This design comes from an exercise in tuning for small area on the open sky130 flow, not from production work.
Function was checked by simulation only, so behaviour that the tests miss may differ from the original.
No activity file was given, so power comes from the tool's default toggle rates.

==> 08-22 <==
Design servo_engine, start of the top module:
module servo_engine (
    input  wire        clk,
    input  wire        rst,          
    input  wire        start,        
    input  wire        slow,         
    input  wire [3:0]  out_dl,       
    input  wire [2:0]  head,         
    output reg  [6:0]  pc,           
    output reg         busy,         
    input  wire [63:0] bundle,       
    input  wire [4:0]  flags,        
    input  wire        first,        
    output wire [31:0] d_raddr,
    input  wire [63:0] d_rdata,
    output wire [1:0]  d_we,         
    output wire [15:0] d_waddr,
    output wire [31:0] d_wdata,
    output wire [31:0] c_raddr,
    input  wire [63:0] c_rdata,
    input  wire        stat_clr,     
    output reg         aovf,
    output reg         qsat,
    output reg         late,
    output reg         slow_trunc,
    output reg  [15:0] fwevt,        
    output reg  [2:0]  loop_evt,     
    output reg  [2:0]  pl_valid,     
    output reg  [2:0]  pl_fail,      
    output reg  [15:0] dac_focus,
    output reg  [15:0] dac_track,
    output reg  [15:0] dac_tilt,
    output reg  [15:0] sled_cmd,
    output reg  [15:0] spindle_cmd,
    output reg  [15:0] elevator_cmd,
    output reg  [15:0] picker_cmd,
    output reg  [15:0] ffpub_focus,
    output reg  [15:0] ffpub_track,
    output reg  [15:0] trace0,
    output reg  [15:0] trace1,
    output reg  [10:0] out_upd
);
clock: 15.0 ns
lec_check: 0
cap_margin: 20
core_margin: 2
core_utilization: 55
cts_buf_list: sky130_fd_sc_hd__clkbuf_4
cts_cluster_diameter: 40
cts_cluster_size: 10
gpl_timing_driven: 0
slew_margin: 20
buffer_ports_args: -buffer_cell sky130_fd_sc_hd__buf_1
standard.sh (not shown) runs the stock make flow with config.mk's settings and CLKGATE_MAP_FILE= SYNTH_SCRIPT=/design/flow/synth_recipe.tcl, a recipe that flattens the netlist after the stock synthesis.
==> flow/flow/run.sh <==
#!/bin/bash
# The standard layout with two changes:
#  - each input and output port is buffered by the smallest buffer cell
#    instead of the one buffer_ports picks by default;
#  - after synthesis, flow/polarity.py removes inverters between full adders
#    (a full adder is self-dual), then the standard flow continues.
set -euo pipefail
echo 'export BUFFER_PORTS_ARGS = -buffer_cell sky130_fd_sc_hd__buf_1' >> config.mk
R=$PWD/orfs/results/$FLOW_PLATFORM/servo_engine/base
bash standard.sh $R/1_2_yosys.v > synth.log 2>&1
cp $R/1_2_yosys.v 1_2_yosys_standard.v
python3 flow/polarity.py 1_2_yosys_standard.v $R/1_2_yosys.v > polarity.log 2>&1
bash standard.sh > standard.log 2>&1
==> flow/flow/polarity.py <==
#!/usr/bin/env python3
"""Removes inverters between full adders of a mapped netlist.

A full adder is self-dual: FA(~a, ~b, ~c) = (~s, ~co). Replacing a full
adder by its dual (inputs and outputs complemented) drops every inverter
that fed only one of its inputs or that one of its outputs fed, and needs a
new inverter for each other input and for the other loads of an output.
The script applies the replacement to one full adder at a time while it
removes more inverters than it adds.

usage: polarity.py IN.v OUT.v
"""
import re
import sys

FA = "sky130_fd_sc_hd__fa_1"
INV = "sky130_fd_sc_hd__inv_1"
INS = ("A", "B", "CIN")
OUTS = ("COUT", "SUM")

src = open(sys.argv[1]).read()
m = re.search(r"^module\s+\w+\s*\(.*?\);\n", src, re.S | re.M)
head_end = m.end()
end = src.rindex("endmodule")
body = src[head_end:end]

# split body into declarations and cell instances
inst_re = re.compile(r"^  (\S+) (\S+ ?)\((.*?)\);\n", re.S | re.M)
decls = []
cells = {}      # name -> [type, {pin: net}]
order = []
pos = 0
for mm in inst_re.finditer(body):
    pre = body[pos:mm.start()]
    decls.append(pre)
    typ, name = mm.group(1), mm.group(2).strip()
    if typ in ("wire", "input", "output", "assign", "inout"):
        decls.append(mm.group(0))
        pos = mm.end()
        continue
    pins = {}
    for pm in re.finditer(r"\.(\w+)\(([^()]*)\)", mm.group(3)):
        pins[pm.group(1)] = pm.group(2).strip()
    cells[name] = [typ, pins]
    order.append(name)
    pos = mm.end()
tail = body[pos:]
decl_text = "".join(decls) + tail
if re.search(r"^\s*assign ", decl_text, re.M):
    sys.exit("netlist has assign statements")

ports = set()
for mm in re.finditer(r"^\s*(?:input|output|inout)\s+(?:\[(\d+):(\d+)\]\s+)?(\S+);", src[:end], re.M):
    if mm.group(1) is not None:
        hi, lo = int(mm.group(1)), int(mm.group(2))
        for i in range(min(hi, lo), max(hi, lo) + 1):
            ports.add(f"{mm.group(3)}[{i}]")
    ports.add(mm.group(3))

OUTPINS = {"X", "Y", "Q", "Q_N", "SUM", "COUT", "HI", "LO"}
drv = {}
loads = {}
def rebuild():
    drv.clear(); loads.clear()
    for n, (t, p) in cells.items():
        for pin, net in p.items():
            if pin in OUTPINS:
                drv[net] = (n, pin)
            else:
                loads.setdefault(net, []).append((n, pin))
rebuild()

cnt = [0]
def newname(prefix):
    cnt[0] += 1
    return f"_pol{prefix}{cnt[0]}_"
new_wires = []

def inv_of(net):
    """An existing inverter whose input is net, if any."""
    for (c, pin) in loads.get(net, []):
        if cells[c][0] == INV:
            return c
    return None

def gain(x):
    t, p = cells[x]
    g = 0
    for pin in INS:
        n = p[pin]
        d = drv.get(n)
        if n.startswith("1'b") or n in ports and d is None:
            if n.startswith("1'b"):
                pass  # constant: flip it for free
            else:
                g -= 0 if inv_of(n) else 1
            continue
        if d and cells[d[0]][0] == INV:
            if len(loads.get(n, [])) == 1 and n not in ports:
                g += 1
        else:
            if not inv_of(n):
                g -= 1
    for pin in OUTS:
        n = p.get(pin)
        if n is None:
            continue
        if n in ports:
            return -99
        ls = loads.get(n, [])
        invs = [c for c, _ in ls if cells[c][0] == INV]
        other = [c for c, _ in ls if cells[c][0] != INV]
        for c in invs:
            if cells[c][1]["Y"] in ports:
                return -99
        g += len(invs)
        if other:
            g -= 1
    return g

def dualize(x):
    t, p = cells[x]
    for pin in INS:
        n = p[pin]
        if n == "1'b0":
            p[pin] = "1'b1"; continue
        if n == "1'b1":
            p[pin] = "1'b0"; continue
        d = drv.get(n)
        if d and cells[d[0]][0] == INV:
            a = cells[d[0]][1]["A"]
            p[pin] = a
            if len(loads.get(n, [])) == 1 and n not in ports:
                del cells[d[0]]
        else:
            c = inv_of(n)
            if c:
                p[pin] = cells[c][1]["Y"]
            else:
                w = newname("w"); new_wires.append(w)
                c = newname("i")
                cells[c] = [INV, {"A": n, "Y": w}]
                p[pin] = w
        rebuild()
    for pin in OUTS:
        n = p.get(pin)
        if n is None:
            continue
        ls = list(loads.get(n, []))
        invs = [c for c, _ in ls if cells[c][0] == INV]
        other = [(c, q) for c, q in ls if cells[c][0] != INV]
        # n now carries the complement of its old value
        for c in invs:
            o = cells[c][1]["Y"]
            for (lc, lp) in list(loads.get(o, [])):
                cells[lc][1][lp] = n
            del cells[c]
        if other:
            w = newname("w"); new_wires.append(w)
            c = newname("i")
            cells[c] = [INV, {"A": n, "Y": w}]
            for (lc, lp) in other:
                cells[lc][1][lp] = w
        rebuild()

before = sum(1 for c in cells.values() if c[0] == INV)
changed = True
rounds = 0
while changed and rounds < 50:
    changed = False
    rounds += 1
    for x in list(cells):
        if x in cells and cells[x][0] == FA and gain(x) > 0:
            dualize(x)
            changed = True
after = sum(1 for c in cells.values() if c[0] == INV)
sys.stderr.write(f"polarity: inverters {before} -> {after}\n")

# drop wires no longer used
used = set()
for t, p in cells.values():
    used.update(p.values())
out = [src[:head_end]]
for line in decl_text.splitlines(keepends=True):
    mm = re.match(r"^\s*wire (\S+);\s*$", line)
    if mm and mm.group(1) not in used and mm.group(1) not in ports:
        continue
    out.append(line)
body_out = "".join(out)
body_out += "".join(f"  wire {w};\n" for w in new_wires if w in used)
for n in order + [c for c in cells if c not in order]:
    if n not in cells:
        continue
    t, p = cells[n]
    conns = ",\n".join(f"    .{k}({v}{' ' if v.startswith(chr(92)) else ''})" for k, v in p.items())
    body_out += f"  {t} {n} (\n{conns}\n  );\n"
body_out += "endmodule\n"
open(sys.argv[2], "w").write(body_out)
==> inputs of 02-19, as changes to 08-22 <==
==> flow/flow/run.sh (replaced) <==
#!/bin/bash
# The standard layout with these changes:
#  - each input and output port is buffered by the smallest buffer cell
#    instead of the one buffer_ports picks by default;
#  - after the standard synthesis, flow/polarity.py removes inverters between
#    full adders (a full adder is self-dual);
#  - the combinational cells other than the adders are then mapped again by
#    ABC with an area-recovering script (flow/remap.abc); flip-flops, full
#    and half adders stay as they are;
#  - then the standard flow continues from the new netlist.
set -euo pipefail
echo 'export BUFFER_PORTS_ARGS = -buffer_cell sky130_fd_sc_hd__buf_1' >> config.mk
R=$PWD/orfs/results/$FLOW_PLATFORM/servo_engine/base
LOGD=$PWD/orfs/logs/$FLOW_PLATFORM/servo_engine/base
OBJ=$PWD/orfs/objects/$FLOW_PLATFORM/servo_engine/base
LIB=$FLOW_HOME/platforms/$FLOW_PLATFORM/lib/sky130_fd_sc_hd__tt_025C_1v80.lib
bash standard.sh $R/1_2_yosys.v > synth.log 2>&1
cp $R/1_2_yosys.v 1_2_yosys_standard.v
python3 flow/polarity.py 1_2_yosys_standard.v 1_2_yosys_polarity.v > polarity.log 2>&1
python3 flow/unmap.py $LIB 1_2_yosys_polarity.v 1_2_yosys_generic.v > unmap.log 2>&1
DU=$(grep -o -- "-dont_use [A-Za-z0-9_]*" $LOGD/1_2_yosys.log | sort -u | tr '\n' ' ')
PS=$(python3 -c "print(int(round(float('$FLOW_PERIOD_NS') * 1000)))")
cat > remap.ys <<EOF
read_liberty -lib $LIB
read_verilog 1_2_yosys_generic.v
hierarchy -check -top $FLOW_TOP
proc
simplemap
opt -fast
opt_clean
abc -script $PWD/flow/remap.abc -liberty $LIB $DU -constr $OBJ/abc.constr -D $PS
opt_clean -purge
hilomap -singleton -hicell sky130_fd_sc_hd__conb_1 HI -locell sky130_fd_sc_hd__conb_1 LO
insbuf -buf sky130_fd_sc_hd__buf_4 A X
splitnets
opt_clean -purge
tee -o remap_stat.txt stat -liberty $LIB
write_verilog -noattr -noexpr -nohex -nodec $R/1_2_yosys.v
EOF
yosys -s remap.ys > remap.log 2>&1
bash standard.sh > standard.log 2>&1
--- a/flow/flow/polarity.py
+++ b/flow/flow/polarity.py
@@ -26,5 +26,5 @@
 
 # split body into declarations and cell instances
-inst_re = re.compile(r"^  (\S+) (\S+ ?)\((.*?)\);\n", re.S | re.M)
+inst_re = re.compile(r"^  (\S+) (\S+)\s*\((.*?)\);\n", re.S | re.M)
 decls = []
 cells = {}      # name -> [type, {pin: net}]
@@ -164,5 +164,8 @@
         rebuild()
 
-before = sum(1 for c in cells.values() if c[0] == INV)
+def ninv():
+    return sum(1 for c in cells.values() if c[0] == INV)
+
+before = ninv()
 changed = True
 rounds = 0
@@ -174,6 +177,23 @@
             dualize(x)
             changed = True
-after = sum(1 for c in cells.values() if c[0] == INV)
-sys.stderr.write(f"polarity: inverters {before} -> {after}\n")
+
+# remove cells whose outputs drive nothing (dead logic left by synthesis)
+COMB_OUT = ("X", "Y")
+dead = 0
+changed = True
+while changed:
+    changed = False
+    for n in list(cells):
+        t, p = cells[n]
+        outs = [v for k, v in p.items() if k in OUTPINS]
+        if not outs or any(k in ("Q", "Q_N", "HI", "LO") for k in p):
+            continue
+        if all(not loads.get(v) and v not in ports for v in outs):
+            del cells[n]
+            dead += 1
+            changed = True
+    rebuild()
+after = ninv()
+sys.stderr.write(f"polarity: inverters {before} -> {after}, dead cells removed {dead}\n")
 
 # drop wires no longer used
==> flow/flow/remap.abc (new file) <==
&get -n
&st
&dch
&nf -R 1000
&put
buffer -c
topo
stime -c
upsize -c
dnsize -c
==> flow/flow/unmap.py (new file) <==
#!/usr/bin/env python3
"""Turns a mapped netlist back into generic logic for a new ABC run.

Every single-output combinational cell becomes an assign with its liberty
function; full adders, half adders, flip-flops and tie cells stay as cell
instances.

usage: unmap.py LIB IN.v OUT.v
"""
import re
import sys

KEEP = ("fa_", "ha_", "dfxtp_", "edfxtp_", "conb_", "dfrtp_", "dfstp_", "sdf", "dl")
lib = open(sys.argv[1]).read()
func = {}
outpin = {}
for m in re.finditer(r'cell\s*\(\s*"?(\w+)"?\s*\)\s*\{', lib):
    name = m.group(1)
    start = m.end()
    nxt = lib.find("\n    cell (", start)
    body = lib[start:nxt if nxt > 0 else len(lib)]
    outs = re.findall(r'pin\s*\(\s*"?(\w+)"?\s*\)\s*\{[^{}]*?direction\s*:\s*"?output"?\s*;', body)
    fns = re.findall(r'pin\s*\(\s*"?(\w+)"?\s*\)\s*\{(?:(?!pin\s*\().)*?function\s*:\s*"([^"]*)"', body, re.S)
    if len(fns) == 1:
        func[name] = fns[0][1]
        outpin[name] = fns[0][0]

src = open(sys.argv[2]).read()
inst_re = re.compile(r"^  (\S+) (\S+)\s*\((.*?)\);\n", re.S | re.M)
out = []
pos = 0
n_conv = 0
for mm in inst_re.finditer(src):
    typ = mm.group(1)
    if typ in ("wire", "input", "output", "inout", "assign", "module"):
        continue
    cell = typ.replace("sky130_fd_sc_hd__", "")
    if any(cell.startswith(k) for k in KEEP) or typ not in func:
        continue
    pins = {p: v.strip() for p, v in re.findall(r"\.(\w+)\(([^()]*)\)", mm.group(3))}
    op = outpin[typ]
    if op not in pins:
        continue
    def sub(t):
        v = pins[t.group(0)]
        if v.startswith("\\"):
            v = v + " "
        return "(" + v + ")"
    expr = re.sub(r"[A-Za-z_][A-Za-z0-9_]*", sub, func[typ])
    expr = expr.replace("!", "~").replace("*", "&").replace("+", "|")
    lhs = pins[op] + (" " if pins[op].startswith("\\") else "")
    out.append(src[pos:mm.start()])
    out.append(f"  assign {lhs} = {expr};\n")
    pos = mm.end()
    n_conv += 1
out.append(src[pos:])
open(sys.argv[3], "w").write("".join(out))
sys.stderr.write(f"unmap: {n_conv} cells turned into logic\n")
Settings changed: CAP_MARGIN 20 to 0, CORE_UTILIZATION 55 to 70, GPL_TIMING_DRIVEN 0 to unset, SLEW_MARGIN 20 to 0.
==> inputs of 02-06, as changes to 08-22 <==
--- a/flow/flow/run.sh
+++ b/flow/flow/run.sh
@@ -7,4 +7,5 @@
 set -euo pipefail
 echo 'export BUFFER_PORTS_ARGS = -buffer_cell sky130_fd_sc_hd__buf_1' >> config.mk
+echo 'export GPL_KEEP_OVERFLOW = 0' >> config.mk
 R=$PWD/orfs/results/$FLOW_PLATFORM/servo_engine/base
 bash standard.sh $R/1_2_yosys.v > synth.log 2>&1
--- a/flow/flow/polarity.py
+++ b/flow/flow/polarity.py
@@ -26,5 +26,5 @@
 
 # split body into declarations and cell instances
-inst_re = re.compile(r"^  (\S+) (\S+ ?)\((.*?)\);\n", re.S | re.M)
+inst_re = re.compile(r"^  (\S+) (\S+)\s*\((.*?)\);\n", re.S | re.M)
 decls = []
 cells = {}      # name -> [type, {pin: net}]
@@ -164,5 +164,8 @@
         rebuild()
 
-before = sum(1 for c in cells.values() if c[0] == INV)
+def ninv():
+    return sum(1 for c in cells.values() if c[0] == INV)
+
+before = ninv()
 changed = True
 rounds = 0
@@ -174,6 +177,23 @@
             dualize(x)
             changed = True
-after = sum(1 for c in cells.values() if c[0] == INV)
-sys.stderr.write(f"polarity: inverters {before} -> {after}\n")
+
+# remove cells whose outputs drive nothing (dead logic left by synthesis)
+COMB_OUT = ("X", "Y")
+dead = 0
+changed = True
+while changed:
+    changed = False
+    for n in list(cells):
+        t, p = cells[n]
+        outs = [v for k, v in p.items() if k in OUTPINS]
+        if not outs or any(k in ("Q", "Q_N", "HI", "LO") for k in p):
+            continue
+        if all(not loads.get(v) and v not in ports for v in outs):
+            del cells[n]
+            dead += 1
+            changed = True
+    rebuild()
+after = ninv()
+sys.stderr.write(f"polarity: inverters {before} -> {after}, dead cells removed {dead}\n")
 
 # drop wires no longer used
Settings changed: CAP_MARGIN 20 to 0, CORE_UTILIZATION 55 to 60, GPL_KEEP_OVERFLOW set to 0, GPL_TIMING_DRIVEN 0 to unset, SLEW_MARGIN 20 to 0.
==> comparison <==
- Against 02-19, the clock skew of 08-22 is higher by 0.017 ns.
- Of 08-22 and 02-19, 02-19 has the higher worst setup slack (gap 0.081 ns).
- In 08-22 the synthesized area is higher than in 02-19, by 6.5%.
- 08-22 passed the timing, DRC and antenna checks. 02-19 ran to the end with no violations. 02-06 ran to the end with violations: max-capacitance violations, max-slew violations.
- Clock power, highest first: 08-22, 02-19, 02-06.
- The highest register-to-register slack belongs to 02-19, the lowest to 02-06.
- Of 02-19 and 02-06, 02-06 has the higher die area (gap about 20%, measured against 02-06).
- The lowest fmax belongs to 02-06, the highest to 02-19.

[separate check: timing with driven ports]
No port has a modelled driver above. Below, the same layouts with a new extraction and two added sets of constraints.
Step 1: set_driving_cell puts a clkbuf_16 on clk and a buf_2 on each other input, an assumption about the parent block.
Step 2 adds t to the input delays and takes it off the output delays; t is the mean of the earliest and latest rising clock arrival at the registers after step 1. Input paths then give back, and output paths get back, about the clock's delay inside the block.
Three values: no drivers, after step 1, after step 2; two values: the first two.
run | t (ns) | setup WS [ns] | clock arrival spread, ns | slew at the worst register clock pin (ns)
08-22 | 0.878 | 0.454 / 0.493 / -0.385 | 0.102 / 0.102 | 0.12 / 0.12
02-19 | 0.871 | 0.535 / 0.573 / -0.297 | 0.077 / 0.077 | 0.12 / 0.12
02-06 | 0.891 | 0.447 / 0.489 / -0.402 | 0.128 / 0.128 | 0.11 / 0.11
For 02-06, which loses most, drivers alone change the setup slack by +0.042 ns; drivers and shift together by -0.849 ns.
